Background: an optimization exercise with open tools, aiming at small area, a short achievable clock period and few clock cycles. Do not read the settings as production practice.
At most, simulation tests tie the RTL to the original design; equivalence was not proved.
The clock port is modelled as an ideal driver, which makes a skipped or thinned clock tree look cheaper than it is; a real chip needs a root buffer or a tree.

## north
// lc_decoder
module lc_decoder (
    input  wire         clk,
    input  wire         rst,         
    input  wire         in_valid,
    output wire         in_ready,
    input  wire [39:0]  in_beat,     
    input  wire [36:0]  in_dda,      
    output reg          out_valid,
    output reg  [2:0]   out_status,
    output reg  [3:0]   out_dev,
    output wire [511:0] out_data
);
export LEC_CHECK = 0
export CAP_MARGIN = 20
export CORE_MARGIN = 2
export CORE_UTILIZATION = 55
export PLACE_DENSITY = 0.65
export SLEW_MARGIN = 20
create_clock -name core_clock -period 10.0 [get_ports {clk}]
standard.sh (not shown) runs the stock make flow with config.mk's settings and CLKGATE_MAP_FILE= SYNTH_SCRIPT=/design/flow/synth_recipe.tcl, a recipe that flattens the netlist after the stock synthesis.
==> flow/flow/run.sh <==
#!/bin/bash
# Own layout flow: the standard ORFS flow (standard synthesis, floorplan,
# placement, routing), except that the clock tree is built by flow/mycts.tcl
# (clock port -> 4 root buffers -> leaf buffers -> flip-flop clusters), timing
# repair aims past the 10 ns constraint, and the ports get plain buffers.
set -euo pipefail
EXTRA=("SETUP_SLACK_MARGIN=6.9" "BUFFER_PORTS_ARGS=-buffer_cell sky130_fd_sc_hd__buf_1")
bash standard.sh "${EXTRA[@]}" place > flow_place.log 2>&1
bash standard.sh "${EXTRA[@]}" "RUN_SCRIPT=$PWD/flow/mycts.tcl" RUN_LOG_NAME_STEM=4_1_mycts run > flow_cts.log 2>&1
bash standard.sh "${EXTRA[@]}" finish > flow_finish.log 2>&1
==> flow/flow/mycts.tcl <==
# Two-level clock tree built by hand: the clock port drives a few root buffers,
# each root drives leaf buffers, each leaf drives a compact cluster of flip-flops.
# Replaces ORFS's cts step (same post-CTS repair as cts.tcl).
source $::env(SCRIPTS_DIR)/load.tcl
erase_non_stage_variables cts
load_design 3_place.odb 3_place.sdc

set leaf_max  [expr {[info exists ::env(MYCTS_LEAF_MAX)] ? $::env(MYCTS_LEAF_MAX) : 20}]
set n_roots   [expr {[info exists ::env(MYCTS_ROOTS)] ? $::env(MYCTS_ROOTS) : 4}]
set leaf_cell [expr {[info exists ::env(MYCTS_LEAF_CELL)] ? $::env(MYCTS_LEAF_CELL) : "sky130_fd_sc_hd__clkbuf_16"}]
set root_cell [expr {[info exists ::env(MYCTS_ROOT_CELL)] ? $::env(MYCTS_ROOT_CELL) : "sky130_fd_sc_hd__clkbuf_16"}]

set db [ord::get_db]
set block [ord::get_db_block]
set clknet [$block findNet clk]

# split a list of {obj x y} in two parts (sizes in ratio k1 : n-k1) along its wider side
proc split2 {items {frac 0.5}} {
  set xs {}; set ys {}
  foreach it $items { lappend xs [lindex $it 1]; lappend ys [lindex $it 2] }
  set xs [lsort -integer $xs]; set ys [lsort -integer $ys]
  set dx [expr {[lindex $xs end] - [lindex $xs 0]}]
  set dy [expr {[lindex $ys end] - [lindex $ys 0]}]
  set k [expr {$dx >= $dy ? 1 : 2}]
  set s [lsort -integer -index $k $items]
  set h [expr {int(round([llength $s] * $frac))}]
  return [list [lrange $s 0 [expr {$h - 1}]] [lrange $s $h end]]
}
# cut into ceil(n / maxn) compact clusters of nearly equal size
proc bisect {items maxn} {
  set n [llength $items]
  if {$n <= $maxn} { return [list $items] }
  set k [expr {($n + $maxn - 1) / $maxn}]
  set k1 [expr {$k / 2}]
  lassign [split2 $items [expr {double($k1) / $k}]] a b
  return [concat [bisect $a $maxn] [bisect $b $maxn]]
}
proc centroid {items} {
  set sx 0; set sy 0
  foreach it $items { set sx [expr {$sx + [lindex $it 1]}]; set sy [expr {$sy + [lindex $it 2]}] }
  set n [llength $items]
  return [list [expr {$sx / $n}] [expr {$sy / $n}]]
}

set sinks {}
foreach it [$clknet getITerms] {
  set inst [$it getInst]
  set bb [$inst getBBox]
  lappend sinks [list $it [expr {([$bb xMin] + [$bb xMax]) / 2}] [expr {([$bb yMin] + [$bb yMax]) / 2}]]
}
puts "mycts: [llength $sinks] clock sinks"

set clusters [bisect $sinks $leaf_max]
puts "mycts: [llength $clusters] leaf clusters"

set lmaster [$db findMaster $leaf_cell]
set rmaster [$db findMaster $root_cell]
set leaves {}
set i 0
foreach cl $clusters {
  lassign [centroid $cl] cx cy
  set inst [odb::dbInst_create $block $lmaster "mycts_leaf_$i"]
  $inst setLocation $cx $cy
  $inst setPlacementStatus PLACED
  set net [odb::dbNet_create $block "mycts_leafnet_$i"]
  $net setSigType CLOCK
  [$inst findITerm X] connect $net
  foreach s $cl {
    set it [lindex $s 0]
    $it disconnect
    $it connect $net
  }
  lappend leaves [list $inst $cx $cy]
  incr i
}

# group the leaves under the roots
set groups [list $leaves]
while {[llength $groups] < $n_roots} {
  set ng {}
  foreach g $groups { lassign [split2 $g] a b; lappend ng $a $b }
  set groups $ng
}
set i 0
foreach g $groups {
  lassign [centroid $g] cx cy
  set inst [odb::dbInst_create $block $rmaster "mycts_root_$i"]
  $inst setLocation $cx $cy
  $inst setPlacementStatus PLACED
  set net [odb::dbNet_create $block "mycts_rootnet_$i"]
  $net setSigType CLOCK
  [$inst findITerm X] connect $net
  [$inst findITerm A] connect $clknet
  foreach l $g { [[lindex $l 0] findITerm A] connect $net }
  incr i
}
$clknet setSigType CLOCK
global_connect

set_placement_padding -global \
  -left $::env(CELL_PAD_IN_SITES_DETAIL_PLACEMENT) \
  -right $::env(CELL_PAD_IN_SITES_DETAIL_PLACEMENT)
detailed_placement
set_propagated_clock [all_clocks]
estimate_parasitics -placement
report_clock_skew
repair_timing_helper
detailed_placement
check_placement -verbose
estimate_parasitics -placement
report_clock_skew
report_worst_slack -max
report_worst_slack -min

orfs_write_db $::env(RESULTS_DIR)/4_1_cts.odb
orfs_write_sdc $::env(RESULTS_DIR)/4_cts.sdc
The inputs of south differ from those of north as listed below.
--- a/flow/flow/mycts.tcl
+++ b/flow/flow/mycts.tcl
@@ -6,5 +6,5 @@
 load_design 3_place.odb 3_place.sdc
 
-set leaf_max  [expr {[info exists ::env(MYCTS_LEAF_MAX)] ? $::env(MYCTS_LEAF_MAX) : 20}]
+set leaf_max  [expr {[info exists ::env(MYCTS_LEAF_MAX)] ? $::env(MYCTS_LEAF_MAX) : 28}]
 set n_roots   [expr {[info exists ::env(MYCTS_ROOTS)] ? $::env(MYCTS_ROOTS) : 4}]
 set leaf_cell [expr {[info exists ::env(MYCTS_LEAF_CELL)] ? $::env(MYCTS_LEAF_CELL) : "sky130_fd_sc_hd__clkbuf_16"}]
@@ -15,6 +15,6 @@
 set clknet [$block findNet clk]
 
-# split a list of {obj x y} in two parts (sizes in ratio k1 : n-k1) along its wider side
-proc split2 {items {frac 0.5}} {
+# split a list of {obj x y} in two halves along its wider side
+proc split2 {items} {
   set xs {}; set ys {}
   foreach it $items { lappend xs [lindex $it 1]; lappend ys [lindex $it 2] }
@@ -24,14 +24,10 @@
   set k [expr {$dx >= $dy ? 1 : 2}]
   set s [lsort -integer -index $k $items]
-  set h [expr {int(round([llength $s] * $frac))}]
+  set h [expr {[llength $s] / 2}]
   return [list [lrange $s 0 [expr {$h - 1}]] [lrange $s $h end]]
 }
-# cut into ceil(n / maxn) compact clusters of nearly equal size
 proc bisect {items maxn} {
-  set n [llength $items]
-  if {$n <= $maxn} { return [list $items] }
-  set k [expr {($n + $maxn - 1) / $maxn}]
-  set k1 [expr {$k / 2}]
-  lassign [split2 $items [expr {double($k1) / $k}]] a b
+  if {[llength $items] <= $maxn} { return [list $items] }
+  lassign [split2 $items] a b
   return [concat [bisect $a $maxn] [bisect $b $maxn]]
 }
[summary]
From north to south the numbers moved as follows: sequential cell area now smaller; setup slack shows a reduction of 0.025 ns.
Global routing met3 resource utilization: south lower than north
Row largest fanout on the critical path: south higher / north lower
Function was not checked in any run of this note: the RTL went through the layout flow alone. In every run of this note, the design's own scripts or RTL, not TritonCTS, make the clock network.

Another version of the RTL of lc_decoder (not shown whole).
For scale: ~8,000 cells after synthesis, about 1,600 flip-flops, ~600 I/O pins, roughly 81,000 um2 of cells after synthesis.
clock: 10.0 ns
lec_check: 0
cap_margin: 20
core_margin: 2
core_utilization: 55
place_density: 0.65
slew_margin: 20
==> flow/flow/run.sh <==
#!/bin/bash
# Own layout flow: the standard ORFS flow (standard synthesis included), with
# timing repair aimed past the 10 ns constraint and plain buffers on the ports.
set -euo pipefail
bash standard.sh \
  "SETUP_SLACK_MARGIN=${LC_SETUP_MARGIN:-7}" \
  "BUFFER_PORTS_ARGS=-buffer_cell sky130_fd_sc_hd__buf_2" \
  finish > flow_make.log 2>&1
Testbench counts at the start, summed over its fixed seeds: cycles 40,896.
Change:
==> flow/flow/run.sh (replaced) <==
#!/bin/bash
# Own layout flow: the standard ORFS flow (standard synthesis included), with
# timing repair aimed past the 10 ns constraint and plain buffers on the ports.
set -euo pipefail
bash standard.sh \
  "SETUP_SLACK_MARGIN=6.6" \
  "BUFFER_PORTS_ARGS=-buffer_cell sky130_fd_sc_hd__buf_1" \
  finish > flow_make.log 2>&1
Settings changed: CTS_CLUSTER_DIAMETER from default to 60, CTS_CLUSTER_SIZE from default to 30.
Non-clock buffer count goes down by 579.
Cell count shrinks by a few percent.
Sequential share of layout area rises by 3.9 points.
Worst hold slack stays flat.
First-iteration DRC count shrinks by a few percent.
Utilization goes down by 7.4 points.
Design area went down by roughly a tenth.
Change:
--- a/flow/flow/run.sh
+++ b/flow/flow/run.sh
@@ -5,4 +5,4 @@
 bash standard.sh \
   "SETUP_SLACK_MARGIN=6.6" \
-  "BUFFER_PORTS_ARGS=-buffer_cell sky130_fd_sc_hd__buf_1" \
+  "BUFFER_PORTS_ARGS=-buffer_cell sky130_fd_sc_hd__buf_2" \
   finish > flow_make.log 2>&1
The new run completed without violations.
Core utilization increases by 0.40 points.
Worst setup slack hardly moves.
Cell area increases by 0.66%.
Area after synthesis does not change.
Global-route usage decreases by 0.75 points.
Worst hold slack gets better by 0.015 ns.
Fmax barely changes.
Die area is unchanged.
Final cell count stays flat.

Setup of run 1:
lc_decoder, a different RTL version from the one above (not shown whole).
Size in the first run: roughly 8000 cells after synthesis, roughly 600 I/O pins, roughly 0.081 sq mm of cells after synthesis.
export LEC_CHECK = 0
export CAP_MARGIN = 20
export CORE_MARGIN = 2
export CORE_UTILIZATION = 55
export PLACE_DENSITY = 0.65
export SETUP_SLACK_MARGIN = 5
export SLEW_MARGIN = 20
create_clock -name core_clock -period 10.0 [get_ports {clk}]
run.sh (not shown) runs the stock make flow with config.mk's settings and CLKGATE_MAP_FILE= SYNTH_SCRIPT=/design/flow/synth_recipe.tcl, a recipe that flattens the netlist after the stock synthesis.
Stock flow here: none of the scripts above is used.
Testbench counts of run 1, summed over its fixed seeds: cycles 40,896.
Modified inputs, run 2 compared to run 1
Settings: clearing SETUP_SLACK_MARGIN, which used to be 5; putting CTS_CLUSTER_DIAMETER at 60 where nothing was set; putting CTS_CLUSTER_SIZE at 30 where nothing was set.
--- outcome ---
Sort run 1 and run 2 by clock network area share, ascending, and run 2 comes first.
Run 2 against run 1; wire length of the first global-routing pass is down slightly.
The met1 usage on run 1 is in line with that on run 2.
Measured against each other, run 1 and run 2 differ in actual transition at the worst max-transition pin, the higher figure coming from run 2.
Via count was higher in the run labelled run 1.
Going from run 1 to run 2, layout-stage area growth over the synthesis result shrinks by 1.9 points.
Run 2 vs run 1: global-route usage down in run 2
Inputs modified between run 2 and run 3:
Settings: CTS_CLUSTER_DIAMETER removed (was 60); CTS_CLUSTER_SIZE removed (was 30).
Notes after the runs:
Across both runs, routed wire length was higher for run 3 than for run 2.
Run 2 vs run 3, startpoint of the most critical setup path: bk[66] vs ln[420]
Comparing run 2 with run 3, the area used by multi-input combinational logic came out essentially unchanged.

lc_decoder, a different RTL version from the one above (not shown whole).
Size: ~7800 cells after synthesis, about 1400 flip-flops, about 600 I/O pins.
export LEC_CHECK = 0
export CAP_MARGIN = 20
export CORE_MARGIN = 2
export CORE_UTILIZATION = 65
export PLACE_DENSITY = 0.75
export SLEW_MARGIN = 20
create_clock -name core_clock -period 10.0 [get_ports {clk}]
standard.sh (not shown) runs the stock make flow with config.mk's settings and CLKGATE_MAP_FILE= SYNTH_SCRIPT=/design/flow/synth_recipe.tcl, a recipe that flattens the netlist after the stock synthesis.
==> flow/flow/run.sh <==
#!/bin/bash
# Own layout flow: the standard ORFS flow (standard synthesis, floorplan,
# placement, routing), except that the clock tree is built by flow/mycts.tcl
# (clock port -> 4 root buffers -> leaf buffers -> flip-flop clusters), timing
# repair aims past the 10 ns constraint, and the ports get plain buffers.
set -euo pipefail
EXTRA=("SETUP_SLACK_MARGIN=6.9" "BUFFER_PORTS_ARGS=-buffer_cell sky130_fd_sc_hd__buf_1")
bash standard.sh "${EXTRA[@]}" place > flow_place.log 2>&1
bash standard.sh "${EXTRA[@]}" "RUN_SCRIPT=$PWD/flow/mycts.tcl" RUN_LOG_NAME_STEM=4_1_mycts run > flow_cts.log 2>&1
bash standard.sh "${EXTRA[@]}" finish > flow_finish.log 2>&1
==> flow/flow/mycts.tcl <==
# Two-level clock tree built by hand: the clock port drives a few root buffers,
# each root drives leaf buffers, each leaf drives a compact cluster of flip-flops.
# Replaces ORFS's cts step (same post-CTS repair as cts.tcl).
source $::env(SCRIPTS_DIR)/load.tcl
erase_non_stage_variables cts
load_design 3_place.odb 3_place.sdc

set leaf_max  [expr {[info exists ::env(MYCTS_LEAF_MAX)] ? $::env(MYCTS_LEAF_MAX) : 20}]
set n_roots   [expr {[info exists ::env(MYCTS_ROOTS)] ? $::env(MYCTS_ROOTS) : 4}]
set leaf_cell [expr {[info exists ::env(MYCTS_LEAF_CELL)] ? $::env(MYCTS_LEAF_CELL) : "sky130_fd_sc_hd__clkbuf_16"}]
set root_cell [expr {[info exists ::env(MYCTS_ROOT_CELL)] ? $::env(MYCTS_ROOT_CELL) : "sky130_fd_sc_hd__clkbuf_16"}]

set db [ord::get_db]
set block [ord::get_db_block]
set clknet [$block findNet clk]

# split a list of {obj x y} in two parts (sizes in ratio k1 : n-k1) along its wider side
proc split2 {items {frac 0.5}} {
  set xs {}; set ys {}
  foreach it $items { lappend xs [lindex $it 1]; lappend ys [lindex $it 2] }
  set xs [lsort -integer $xs]; set ys [lsort -integer $ys]
  set dx [expr {[lindex $xs end] - [lindex $xs 0]}]
  set dy [expr {[lindex $ys end] - [lindex $ys 0]}]
  set k [expr {$dx >= $dy ? 1 : 2}]
  set s [lsort -integer -index $k $items]
  set h [expr {int(round([llength $s] * $frac))}]
  return [list [lrange $s 0 [expr {$h - 1}]] [lrange $s $h end]]
}
# cut into ceil(n / maxn) compact clusters of nearly equal size
proc bisect {items maxn} {
  set n [llength $items]
  if {$n <= $maxn} { return [list $items] }
  set k [expr {($n + $maxn - 1) / $maxn}]
  set k1 [expr {$k / 2}]
  lassign [split2 $items [expr {double($k1) / $k}]] a b
  return [concat [bisect $a $maxn] [bisect $b $maxn]]
}
proc centroid {items} {
  set sx 0; set sy 0
  foreach it $items { set sx [expr {$sx + [lindex $it 1]}]; set sy [expr {$sy + [lindex $it 2]}] }
  set n [llength $items]
  return [list [expr {$sx / $n}] [expr {$sy / $n}]]
}

set sinks {}
foreach it [$clknet getITerms] {
  set inst [$it getInst]
  set bb [$inst getBBox]
  lappend sinks [list $it [expr {([$bb xMin] + [$bb xMax]) / 2}] [expr {([$bb yMin] + [$bb yMax]) / 2}]]
}
puts "mycts: [llength $sinks] clock sinks"

set clusters [bisect $sinks $leaf_max]
puts "mycts: [llength $clusters] leaf clusters"

set lmaster [$db findMaster $leaf_cell]
set rmaster [$db findMaster $root_cell]
set leaves {}
set i 0
foreach cl $clusters {
  lassign [centroid $cl] cx cy
  set inst [odb::dbInst_create $block $lmaster "mycts_leaf_$i"]
  $inst setLocation $cx $cy
  $inst setPlacementStatus PLACED
  set net [odb::dbNet_create $block "mycts_leafnet_$i"]
  $net setSigType CLOCK
  [$inst findITerm X] connect $net
  foreach s $cl {
    set it [lindex $s 0]
    $it disconnect
    $it connect $net
  }
  lappend leaves [list $inst $cx $cy]
  incr i
}

# group the leaves under the roots
set groups [list $leaves]
while {[llength $groups] < $n_roots} {
  set ng {}
  foreach g $groups { lassign [split2 $g] a b; lappend ng $a $b }
  set groups $ng
}
set i 0
foreach g $groups {
  lassign [centroid $g] cx cy
  set inst [odb::dbInst_create $block $rmaster "mycts_root_$i"]
  $inst setLocation $cx $cy
  $inst setPlacementStatus PLACED
  set net [odb::dbNet_create $block "mycts_rootnet_$i"]
  $net setSigType CLOCK
  [$inst findITerm X] connect $net
  [$inst findITerm A] connect $clknet
  foreach l $g { [[lindex $l 0] findITerm A] connect $net }
  incr i
}
$clknet setSigType CLOCK
global_connect

set_placement_padding -global \
  -left $::env(CELL_PAD_IN_SITES_DETAIL_PLACEMENT) \
  -right $::env(CELL_PAD_IN_SITES_DETAIL_PLACEMENT)
detailed_placement
set_propagated_clock [all_clocks]
estimate_parasitics -placement
report_clock_skew
repair_timing_helper
detailed_placement
check_placement -verbose
estimate_parasitics -placement
report_clock_skew
report_worst_slack -max
report_worst_slack -min

orfs_write_db $::env(RESULTS_DIR)/4_1_cts.odb
orfs_write_sdc $::env(RESULTS_DIR)/4_cts.sdc
Testbench counts at the start, summed over its fixed seeds: cycles 40,896.
Next try:
--- a/flow/flow/run.sh
+++ b/flow/flow/run.sh
@@ -5,5 +5,5 @@
 # repair aims past the 10 ns constraint, and the ports get plain buffers.
 set -euo pipefail
-EXTRA=("SETUP_SLACK_MARGIN=6.9" "BUFFER_PORTS_ARGS=-buffer_cell sky130_fd_sc_hd__buf_1")
+EXTRA=("SETUP_SLACK_MARGIN=7.0" "BUFFER_PORTS_ARGS=-buffer_cell sky130_fd_sc_hd__buf_1")
 bash standard.sh "${EXTRA[@]}" place > flow_place.log 2>&1
 bash standard.sh "${EXTRA[@]}" "RUN_SCRIPT=$PWD/flow/mycts.tcl" RUN_LOG_NAME_STEM=4_1_mycts run > flow_cts.log 2>&1
- CORE_UTILIZATION: 65 -> 55
- PLACE_DENSITY: 0.75 -> 0.65
=> Setup slack gains 0.12 ns; routed wire length rose by 9.7%; via count rises by 2.9%; synthesized cell count is unchanged.
Next try:
--- a/flow/flow/run.sh
+++ b/flow/flow/run.sh
@@ -5,5 +5,6 @@
 # repair aims past the 10 ns constraint, and the ports get plain buffers.
 set -euo pipefail
-EXTRA=("SETUP_SLACK_MARGIN=7.0" "BUFFER_PORTS_ARGS=-buffer_cell sky130_fd_sc_hd__buf_1")
+export MYCTS_LEAF_MAX=24
+EXTRA=("SETUP_SLACK_MARGIN=6.9" "BUFFER_PORTS_ARGS=-buffer_cell sky130_fd_sc_hd__buf_1")
 bash standard.sh "${EXTRA[@]}" place > flow_place.log 2>&1
 bash standard.sh "${EXTRA[@]}" "RUN_SCRIPT=$PWD/flow/mycts.tcl" RUN_LOG_NAME_STEM=4_1_mycts run > flow_cts.log 2>&1
Worst setup slack gets worse by 0.085 ns.
Routed wire length came out lower by 3.7%.
Final area came out lower by 6.8%.
Critical path depth came out lower by 4.
Global-route usage came out lower by 1.7 points.
Maximum frequency came out lower by 2.6%.
Synthesized area does not change.
Next try:
--- a/flow/flow/run.sh
+++ b/flow/flow/run.sh
@@ -5,5 +5,4 @@
 # repair aims past the 10 ns constraint, and the ports get plain buffers.
 set -euo pipefail
-export MYCTS_LEAF_MAX=24
 EXTRA=("SETUP_SLACK_MARGIN=6.9" "BUFFER_PORTS_ARGS=-buffer_cell sky130_fd_sc_hd__buf_1")
 bash standard.sh "${EXTRA[@]}" place > flow_place.log 2>&1
Result: Fmax goes up by 1.1%; hold slack hardly moves; final area barely changes; area after synthesis stays the same; synthesized cell count is unchanged; final cell count barely changes; routed wire length is about the same; setup slack gets better by 0.036 ns.
In every run of this note, the design's own scripts or RTL, not TritonCTS, make the clock network.

==> what the ideal ports hide <==
No port has a modelled driver above. Below, the same layouts with a new extraction and two added sets of constraints. Step 1 assumes that a clkbuf_16 drives the clock port and a buf_2 every other input. Step 2 adds t to the input delays and takes it off the output delays; t is the mean of the earliest and latest rising clock arrival at the registers after step 1. Input paths then give back, and output paths get back, about the clock's delay inside the block. a / b / c = ideal / step 1 / step 2; a / b = the first two.
run	t, ns	slack for setup (ns)	hold slack, ns	latest minus earliest clock arrival (ns)	pins driven straight from the clock port
north	0.723	6.779 / 6.710 / 6.709	0.406 / 0.406 / 0.406	0.057 / 0.058	4
south	0.692	6.754 / 6.711 / 6.723	0.403 / 0.403 / 0.403	0.054 / 0.055	4
the first run of note 2	0.904	6.642 / 6.559 / 6.685	0.350 / 0.350 / 0.350	0.064 / 0.064	1
the second run of note 2	0.847	6.621 / 6.534 / 6.631	0.349 / 0.349 / 0.349	0.068 / 0.068	1
the third run of note 2	0.853	6.621 / 6.533 / 6.649	0.364 / 0.364 / 0.364	0.094 / 0.095	1
run 1	0.906	6.056 / 5.967 / 6.390	0.331 / 0.331 / 0.331	0.075 / 0.075	1
run 2	0.852	6.123 / 6.034 / 6.324	0.361 / 0.361 / 0.361	0.086 / 0.086	1
run 3	0.906	6.056 / 5.967 / 6.390	0.331 / 0.331 / 0.331	0.075 / 0.075	1
the first run of note 4	0.697	6.725 / 6.723 / 6.725	0.384 / 0.384 / 0.384	0.091 / 0.090	4
the second run of note 4	0.715	6.847 / 6.737 / 6.824	0.404 / 0.404 / 0.404	0.081 / 0.081	4
the third run of note 4	0.675	6.762 / 6.736 / 6.762	0.394 / 0.393 / 0.393	0.094 / 0.094	4
the fourth run of note 4	0.704	6.798 / 6.732 / 6.798	0.395 / 0.396 / 0.396	0.094 / 0.093	4
After both steps setup and hold are still met in every run listed. The setup slack of north, which loses most, moves by -0.069 ns with the drivers and by -0.070 ns with both steps.
